From an optimization exercise on the open Yosys and OpenROAD flow, aimed at small area, a short achievable clock period and few clock cycles per item; shortcuts taken in it are not production practice. RTL that was checked went through simulation tests only; none was proved equivalent to the original.

== the previous run ==
// gra_mac
module gra_mac (
    input  wire         clk,
    input  wire         rst,
    input  wire         start,
    input  wire [6:0]   nwords,      
    input  wire [255:0] key,
    input  wire [63:0]  ctr,
    output wire         ready,
    input  wire         in_valid,
    input  wire [31:0]  in_data,
    output wire         in_ready,
    output wire         done,
    output wire [127:0] mac
);
Settings: LEC_CHECK=0, CAP_MARGIN=20, CORE_MARGIN=2, CORE_UTILIZATION=40, SETUP_SLACK_MARGIN=5, SLEW_MARGIN=20, SYNTH_HIERARCHICAL=1; clock period 10.0 ns.
standard.sh (not shown) runs the stock make flow with config.mk's settings and CLKGATE_MAP_FILE= SYNTH_SCRIPT=/design/flow/synth_recipe.tcl, a recipe that flattens the netlist after the stock synthesis.
==> flow/flow/run.sh <==
#!/bin/bash
set -euo pipefail
export BUFFER_PORTS_ARGS="-buffer_cell sky130_fd_sc_hd__buf_1"
export CTS_ARGS="-sink_clustering_enable -repair_clock_nets -dont_use_dummy_load -buf_list {sky130_fd_sc_hd__clkbuf_4 sky130_fd_sc_hd__clkbuf_8}"
sed -e 's/SETUP_SLACK_MARGIN=5/SETUP_SLACK_MARGIN=5/' standard.sh > standard_custom.sh
grep -q 'SETUP_SLACK_MARGIN=5' standard_custom.sh
bash standard_custom.sh > flow.log 2>&1
The previous run: full flow OK, the timing, design-rule and antenna checks passed
Testbench counts of the previous run, summed over its fixed seeds: cycles 102,088, items 320.
The inputs of the current run differ from those of the previous run as listed below.
-- flow/flow/run.sh --
<<< the previous run, line 5
sed -e 's/SETUP_SLACK_MARGIN=5/SETUP_SLACK_MARGIN=5/' standard.sh > standard_custom.sh
grep -q 'SETUP_SLACK_MARGIN=5' standard_custom.sh
>>> the current run, line 5
sed -e 's/SETUP_SLACK_MARGIN=5/SETUP_SLACK_MARGIN=5.5/' standard.sh > standard_custom.sh
grep -q 'SETUP_SLACK_MARGIN=5.5' standard_custom.sh
### Flow results
- | share of cells above drive strength 1 | higher: the current run |
- Relative to the previous run, total via count after detailed routing has gone up in the current run.
- The current run ended up with rc[0] as its start point of the critical path; the previous run ended up with rc[1].
- Setup slack: the current run more than the previous run
- The largest net degree at the start of global routing in the current run sits about 10% above the value recorded for the previous run.
- Per the comparison of the current run with the previous run, number of antenna repair diodes now sits lower; core occupancy in the finished layout now sits higher; number of gates resized after CTS now sits higher.
- Status: buffers plus inverters on the worst setup path parity (the current run, the previous run)

== before ==
gra_mac, a different RTL version from the one above (not shown whole).
Size in the first run: ~1100 flip-flops, ~490 I/O pins.
## gra_mac
module gra_mac (
    input  wire         clk,
    input  wire         rst,
    input  wire         start,
    input  wire [6:0]   nwords,      
    input  wire [255:0] key,
    input  wire [63:0]  ctr,
    output wire         ready,
    input  wire         in_valid,
    input  wire [31:0]  in_data,
    output wire         in_ready,
    output wire         done,
    output wire [127:0] mac
);
    localparam integer S_IDLE = 0,
                       S_PRE  = 1,       
                       S_INIT = 2,       
                       S_RND  = 3,
                       S_ADD  = 4,       
                       S_ROT  = 5,       
                       S_WAIT = 6,       
                       S_DONE = 7;       
    function [31:0] bswap;
        input [31:0] x;
        bswap = {x[7:0], x[15:8], x[23:16], x[31:24]};
    endfunction
    function [31:0] rotr;
        input [31:0] x;
        input integer n;
        rotr = (x >> n) | (x << (32 - n));
    endfunction
    function [31:0] bsig0;
        input [31:0] x;
        bsig0 = rotr(x, 2) ^ rotr(x, 13) ^ rotr(x, 22);
    endfunction
    function [31:0] bsig1;
        input [31:0] x;
        bsig1 = rotr(x, 6) ^ rotr(x, 11) ^ rotr(x, 25);
    endfunction
    function [31:0] ssig0;
        input [31:0] x;
        ssig0 = rotr(x, 7) ^ rotr(x, 18) ^ (x >> 3);
    endfunction
  ...
export LEC_CHECK = 0
export CAP_MARGIN = 20
export CORE_MARGIN = 2
export CORE_UTILIZATION = 40
export SETUP_SLACK_MARGIN = 3
export SLEW_MARGIN = 20
create_clock -name core_clock -period 10.0 [get_ports {clk}]
run.sh (not shown) runs the stock make flow with config.mk's settings and CLKGATE_MAP_FILE= SYNTH_SCRIPT=/design/flow/synth_recipe.tcl, a recipe that flattens the netlist after the stock synthesis.
Stock flow here: none of the scripts above is used.
before: no failed stages, no open violations at the end
For after, these inputs were changed with respect to before:
- a change of SETUP_SLACK_MARGIN from 3 to 5
Findings:
- after: full flow OK, the timing, design-rule and antenna checks passed
- Met3 demand-to-capacity share in global routing, before and after: lower on before
- Against before as the reference, after delivers a higher setup slack.
- after improves on before in minimum period implied by the final worst setup slack.
- Summary — clock tree skew after final layout, after relative to before: higher, by 0.046 ns.
- Delta (after minus before): final area grew by 5800 sq um, worst stage delay on the critical path shrank by 0.11 ns.
No run of this note included a check of the RTL's function; only the layout flow was run.

Setup of xenon:
gra_mac, a different RTL version from the one above (not shown whole).
Size: about 6,800 cells after synthesis, about 490 I/O pins.
Settings: LEC_CHECK=0, ABC_AREA=1, CAP_MARGIN=20, CORE_MARGIN=2, CORE_UTILIZATION=55, SETUP_SLACK_MARGIN=5, SLEW_MARGIN=20, SYNTH_HIERARCHICAL=1; clock period 10.0 ns.
standard.sh (not shown) runs the stock make flow with config.mk's settings and CLKGATE_MAP_FILE= SYNTH_SCRIPT=/design/flow/synth_recipe.tcl, a recipe that flattens the netlist after the stock synthesis.
==> flow/flow/run.sh <==
#!/bin/bash
set -euo pipefail
export BUFFER_PORTS_ARGS="-buffer_cell sky130_fd_sc_hd__buf_1"
export CTS_ARGS="-sink_clustering_enable -repair_clock_nets -dont_use_dummy_load -buf_list {sky130_fd_sc_hd__clkbuf_4 sky130_fd_sc_hd__clkbuf_8}"
sed -e 's/SETUP_SLACK_MARGIN=5/SETUP_SLACK_MARGIN=5.5/' standard.sh > standard_custom.sh
grep -q 'SETUP_SLACK_MARGIN=5.5' standard_custom.sh
bash standard_custom.sh > flow.log 2>&1
xenon | stages: all done | timing, DRC, antenna: all pass
Here is what was changed in the inputs of zinc compared with xenon.
# xenon
export LEC_CHECK = 0
export ABC_AREA = 1
export CAP_MARGIN = 20
export CORE_MARGIN = 2
export CORE_UTILIZATION = 55
export SETUP_SLACK_MARGIN = 5
export SLEW_MARGIN = 20
export SYNTH_HIERARCHICAL = 1
create_clock -name core_clock -period 10.0 [get_ports {clk}]
# zinc
export LEC_CHECK = 0
export ABC_AREA = 1
export CAP_MARGIN = 20
export CORE_MARGIN = 2
export CORE_UTILIZATION = 40
export SETUP_SLACK_MARGIN = 5
export SLEW_MARGIN = 20
export SYNTH_HIERARCHICAL = 1
create_clock -name core_clock -period 10.0 [get_ports {clk}]
==> comparison <==
- Sort xenon and zinc by required arrival time at the worst endpoint asc -> top: zinc
- Horizontal die dimension: lower on xenon
- Changes observed in zinc relative to xenon: via count of the first global-routing pass dropped 0.49%; quantity of gates resized following cts dropped 7.3%; minimum clock period after layout dropped 63 ps; fraction of final layout cells with drive strength greater than 1 dropped 0.89 points.
- Re final cell count: zinc is 493 up on xenon.
- Compared with xenon, the router placed fewer vias in zinc.
- Routed wire length on met2 up 370 µm in zinc wrt xenon
- On die area: zinc sits above xenon.
- Design area: xenon vs zinc, no meaningful difference
The inputs of ember differ from those of zinc as listed below.
# zinc
export LEC_CHECK = 0
export ABC_AREA = 1
export CAP_MARGIN = 20
export CORE_MARGIN = 2
export CORE_UTILIZATION = 40
export SETUP_SLACK_MARGIN = 5
export SLEW_MARGIN = 20
export SYNTH_HIERARCHICAL = 1
create_clock -name core_clock -period 10.0 [get_ports {clk}]
# ember
export LEC_CHECK = 0
export ABC_AREA = 1
export CAP_MARGIN = 20
export CORE_MARGIN = 2
export CORE_UTILIZATION = 50
export SETUP_SLACK_MARGIN = 5
export SLEW_MARGIN = 20
export SYNTH_HIERARCHICAL = 1
create_clock -name core_clock -period 10.0 [get_ports {clk}]
==> run notes <==
Of ember and zinc, the run reporting the higher clock skew was ember. In the reports for ember and zinc, the larger wire length reported by the detailed router belongs to ember. ember vs zinc: met3 usage up. Die area | ember < zinc. Of the two candidates, zinc has the better maximum operating frequency and ember the worse one. Vias per cell, ember vs zinc: up by a few percent. Going from zinc to ember, area growth from synthesis to final layout shrinks by 1.2 points. Going from zinc to ember, reg2reg setup slack shrank by 90 ps; via count of the first global-routing pass decreased by 0.50% relative to the old numbers.
No functional check of the RTL was part of any run of this note.

gra_mac with an RTL version that a note above also has.
Size: ~7000 cells after synthesis, roughly 1100 flip-flops, roughly 60000 um^2 of cells after synthesis.
==> flow/config.mk <==
export PLATFORM = sky130hd
export DESIGN_NAME = gra_mac
export DESIGN_NICKNAME = gra_mac
export VERILOG_FILES = /design/flow/design.v
export SDC_FILE = /design/flow/constraint.sdc
export NUM_CORES = 4
export LEC_CHECK = 0
export ABC_AREA = 1
export CAP_MARGIN = 20
export CORE_MARGIN = 2
export CORE_UTILIZATION = 40
export SETUP_SLACK_MARGIN = 5
export SLEW_MARGIN = 20
export SYNTH_HIERARCHICAL = 1
==> flow/constraint.sdc <==
create_clock -name core_clock -period 10.0 [get_ports {clk}]
set_input_delay 2.0000 -clock core_clock [delete_from_list [all_inputs] [get_ports {clk}]]
set_output_delay 2.0000 -clock core_clock [all_outputs]
set_load 0.01 [all_outputs]
==> flow/flow/run.sh <==
#!/bin/bash
set -euo pipefail
export BUFFER_PORTS_ARGS="-buffer_cell sky130_fd_sc_hd__buf_1"
export CTS_ARGS="-sink_clustering_enable -repair_clock_nets -dont_use_dummy_load"
sed -e 's/SETUP_SLACK_MARGIN=5/SETUP_SLACK_MARGIN=5/' standard.sh > standard_custom.sh
grep -q 'SETUP_SLACK_MARGIN=5' standard_custom.sh
bash standard_custom.sh > flow.log 2>&1
The first run produced a clean layout.
Testbench counts at the start, summed over its fixed seeds: cycles 102,088, items 320.
Rerun with:
--- a/flow/flow/run.sh
+++ b/flow/flow/run.sh
@@ -5,2 +5,2 @@
-sed -e 's/SETUP_SLACK_MARGIN=5/SETUP_SLACK_MARGIN=5/' standard.sh > standard_custom.sh
-grep -q 'SETUP_SLACK_MARGIN=5' standard_custom.sh
+sed -e 's/SETUP_SLACK_MARGIN=5/SETUP_SLACK_MARGIN=6/' standard.sh > standard_custom.sh
+grep -q 'SETUP_SLACK_MARGIN=6' standard_custom.sh
Die area is unchanged.
Cell count climbs by a few percent.
Flip-flop and latch count stays the same.
Utilization climbs by 4.9 points.
Clock skew climbs by 7.4 ps.
Routed wire length climbs by a little under a tenth.
Synthesized area is unchanged.
Rerun with:
--- a/flow/flow/run.sh
+++ b/flow/flow/run.sh
@@ -5,2 +5,2 @@
-sed -e 's/SETUP_SLACK_MARGIN=5/SETUP_SLACK_MARGIN=6/' standard.sh > standard_custom.sh
-grep -q 'SETUP_SLACK_MARGIN=6' standard_custom.sh
+sed -e 's/SETUP_SLACK_MARGIN=5/SETUP_SLACK_MARGIN=5.5/' standard.sh > standard_custom.sh
+grep -q 'SETUP_SLACK_MARGIN=5.5' standard_custom.sh
Count of clock-buffer cells in the layout increases by 2.
Die area is unchanged.
Via count decreases by 4.6%.
Wire length decreases by 4.5%.
Synthesized area does not change.
Utilization decreases by 3.8 points.
Critical path depth increases by 7.
Rerun with:
--- a/flow/flow/run.sh
+++ b/flow/flow/run.sh
@@ -5,2 +5,2 @@
-sed -e 's/SETUP_SLACK_MARGIN=5/SETUP_SLACK_MARGIN=5.5/' standard.sh > standard_custom.sh
-grep -q 'SETUP_SLACK_MARGIN=5.5' standard_custom.sh
+sed -e 's/SETUP_SLACK_MARGIN=5/SETUP_SLACK_MARGIN=5/' standard.sh > standard_custom.sh
+grep -q 'SETUP_SLACK_MARGIN=5' standard_custom.sh
--- a/flow/config.mk
+++ b/flow/config.mk
@@ -8 +7,0 @@
-export ABC_AREA = 1
Wire length shrinks by 20%.
Die area shrinks by 2.2%.
Synthesized area shrinks by 2.3%.
Maximum frequency shrinks by 9.5%.
Via count shrinks by 14%.
Rerun with:
==> flow/run.sh (new file) <==
#!/bin/bash
# synth_recipe.tcl (not shown) runs the flow's synth.tcl, then flattens the netlist and writes it again
# the make line also repeats each setting of config.mk as NAME=value (left out here)
make -C /OpenROAD-flow-scripts/flow DESIGN_CONFIG=/design/flow/config.mk WORK_HOME=/design/flow/orfs CLKGATE_MAP_FILE= SYNTH_SCRIPT=/design/flow/synth_recipe.tcl finish
--- a/flow/config.mk
+++ b/flow/config.mk
@@ -7,0 +8 @@
+export ABC_AREA = 1
removed: flow/flow/run.sh
removed: flow/standard.sh
=> The changed run produced a clean layout. Worst setup slack gets better by 96 ps. Wire length is higher by a quarter to a third. Count of clock-buffer cells in the layout rose by 33. Cell count increases by about a fifth. Non-clock buffer count drops by 48. Final area came out higher by a little under a tenth. Utilization came out higher by 2.1 points. Via count came out higher by about a fifth. Die area went up by a few percent. Worst hold slack improved by 29 ps. Maximum frequency climbs slightly.

Setup of P:
gra_mac, a different RTL version from the one above (not shown whole).
Size in the first run: roughly 7800 cells after synthesis, about 1100 flip-flops.
## gra_mac
module gra_mac (
    input  wire         clk,
    input  wire         rst,
    input  wire         start,
    input  wire [6:0]   nwords,      
    input  wire [255:0] key,
    input  wire [63:0]  ctr,
    output wire         ready,
    input  wire         in_valid,
    input  wire [31:0]  in_data,
    output wire         in_ready,
    output wire         done,
    output wire [127:0] mac
);
    localparam integer S_IDLE = 0,
                       S_PRE  = 1,       
                       S_INIT = 2,       
                       S_RND  = 3,
                       S_ADD  = 4,       
                       S_ROT  = 5,       
                       S_WAIT = 6,       
                       S_DONE = 7;       
    function [31:0] bswap;
        input [31:0] x;
        bswap = {x[7:0], x[15:8], x[23:16], x[31:24]};
    endfunction
    function [31:0] rotr;
        input [31:0] x;
        input integer n;
        rotr = (x >> n) | (x << (32 - n));
    endfunction
    function [31:0] bsig0;
        input [31:0] x;
        bsig0 = rotr(x, 2) ^ rotr(x, 13) ^ rotr(x, 22);
    endfunction
    function [31:0] bsig1;
        input [31:0] x;
        bsig1 = rotr(x, 6) ^ rotr(x, 11) ^ rotr(x, 25);
    endfunction
    function [31:0] ssig0;
        input [31:0] x;
        ssig0 = rotr(x, 7) ^ rotr(x, 18) ^ (x >> 3);
    endfunction
    function [31:0] ssig1;
        input [31:0] x;
        ssig1 = rotr(x, 17) ^ rotr(x, 19) ^ (x >> 10);
    endfunction
    function [31:0] bkadd;
        input [31:0] u, v;
        reg   [31:0] gg, pp;
        integer i, l;
        begin
            gg = u & v;
            pp = u ^ v;
            for (l = 1; l < 32; l = l * 2)
                for (i = 2*l - 1; i < 32; i = i + 2*l) begin
                    gg[i] = gg[i] | (pp[i] & gg[i-l]);
                    pp[i] = pp[i] & pp[i-l];
                end
            for (l = 8; l >= 1; l = l / 2)
                for (i = 3*l - 1; i < 32; i = i + 2*l) begin
                    gg[i] = gg[i] | (pp[i] & gg[i-l]);
                    pp[i] = pp[i] & pp[i-l];
  ...
export LEC_CHECK = 0
export ABC_AREA = 1
export CAP_MARGIN = 20
export CORE_MARGIN = 2
export CORE_UTILIZATION = 40
export CTS_BUF_LIST = sky130_fd_sc_hd__clkbuf_4 sky130_fd_sc_hd__clkbuf_8
export SETUP_SLACK_MARGIN = 5
export SLEW_MARGIN = 20
export SYNTH_HIERARCHICAL = 1
create_clock -name core_clock -period 10.0 [get_ports {clk}]
run.sh (not shown) runs the stock make flow with config.mk's settings and CLKGATE_MAP_FILE= SYNTH_SCRIPT=/design/flow/synth_recipe.tcl, a recipe that flattens the netlist after the stock synthesis.
Stock flow here: none of the scripts above is used.
P finished every step from synthesis to the final layout, and the layout passed the timing, design-rule and antenna checks.
Testbench counts of P, summed over its fixed seeds: cycles 102,088, items 320.
## Diff of input files: Q against P
-- flow/config.mk --
<<< P, line 11
export CORE_UTILIZATION = 40
export CTS_BUF_LIST = sky130_fd_sc_hd__clkbuf_4 sky130_fd_sc_hd__clkbuf_8
export SETUP_SLACK_MARGIN = 5
>>> Q, line 11
export CORE_UTILIZATION = 40
export CTS_CLUSTER_SIZE = 40
export SETUP_SLACK_MARGIN = 5
Results
Compared with P, Q shows a total routing usage reported by global routing that is 0.23 points lower.
Any difference in clock slew at the register clock pins of the worst setup and hold paths between P and Q is small enough to ignore.
Detailed route wirelength on metal2, Q and P, lower one = Q.
Reported for Q and P, tapcell count turned out identical to the last digit.
Q: wire length of the first global-routing pass about 0.44% below P
Q vs. P: met3 track demand over resource now sits lower; maximum cell stage delay along the critical path -0.13 ns; portion of the clock cycle consumed by the worst path in the final layout barely changed.
Cell area after layout essentially unchanged between P and Q.

afterwards: timing with drivers on the ports:
No port has a modelled driver above. Below, the same layouts with a new extraction and two added sets of constraints.
Step 1 sets driving cells, clkbuf_16 on the clock port and buf_2 on the other inputs (assumed; they add their load-dependent delay and slew).
Step 2, shift: input delay + t, output delay - t, t = (earliest + latest rising clock arrival at the registers) / 2. This alone moves slack from input paths to output paths.
a / b / c = ideal / step 1 / step 2; a / b = the first two.
| run | t (ns) | setup slack, ns | worst register clock-pin slew, ns | worst data-port slew with drivers (ns) | cell pins on the clock port's net |
|---|---|---|---|---|---|
| the previous run | 0.961 | 5.014 / 5.014 / 4.695 | 0.06 / 0.06 | 0.08 | 1 |
| the current run | 0.938 | 5.124 / 5.124 / 4.816 | 0.07 / 0.07 | 0.12 | 1 |
| before | 0.843 | 3.108 / 3.021 / 3.209 | 0.07 / 0.07 | 0.18 | 1 |
| after | 0.855 | 4.240 / 4.240 / 4.240 | 0.07 / 0.07 | 0.17 | 1 |
| xenon | 0.914 | 5.375 / 5.375 / 5.375 | 0.06 / 0.06 | 0.27 | 1 |
| zinc | 0.912 | 5.438 / 5.438 / 5.438 | 0.07 / 0.07 | 0.12 | 1 |
| ember | 0.942 | 5.353 / 5.353 / 5.353 | 0.07 / 0.07 | 0.15 | 1 |
| the first run of note 4 | 0.792 | 5.067 / 5.067 / 5.067 | 0.07 / 0.07 | 0.15 | 1 |
| the second run of note 4 | 0.800 | 5.438 / 5.438 / 5.438 | 0.07 / 0.07 | 0.17 | 1 |
| the third run of note 4 | 0.788 | 5.488 / 5.488 / 5.488 | 0.07 / 0.07 | 0.16 | 1 |
| the fourth run of note 4 | 0.770 | 5.017 / 5.017 / 4.609 | 0.07 / 0.07 | 0.09 | 1 |
| the fifth run of note 4 | 0.844 | 5.113 / 5.113 / 5.113 | 0.07 / 0.07 | 0.18 | 1 |
| P | 1.046 | 5.061 / 5.061 / 5.061 | 0.07 / 0.07 | 0.11 | 1 |
| Q | 0.844 | 5.065 / 5.065 / 5.065 | 0.07 / 0.07 | 0.11 | 1 |
After both steps every run listed still meets setup and hold. For the fourth run of note 4, which loses most, drivers alone change the setup slack by 0.000 ns; drivers and shift together by -0.408 ns.
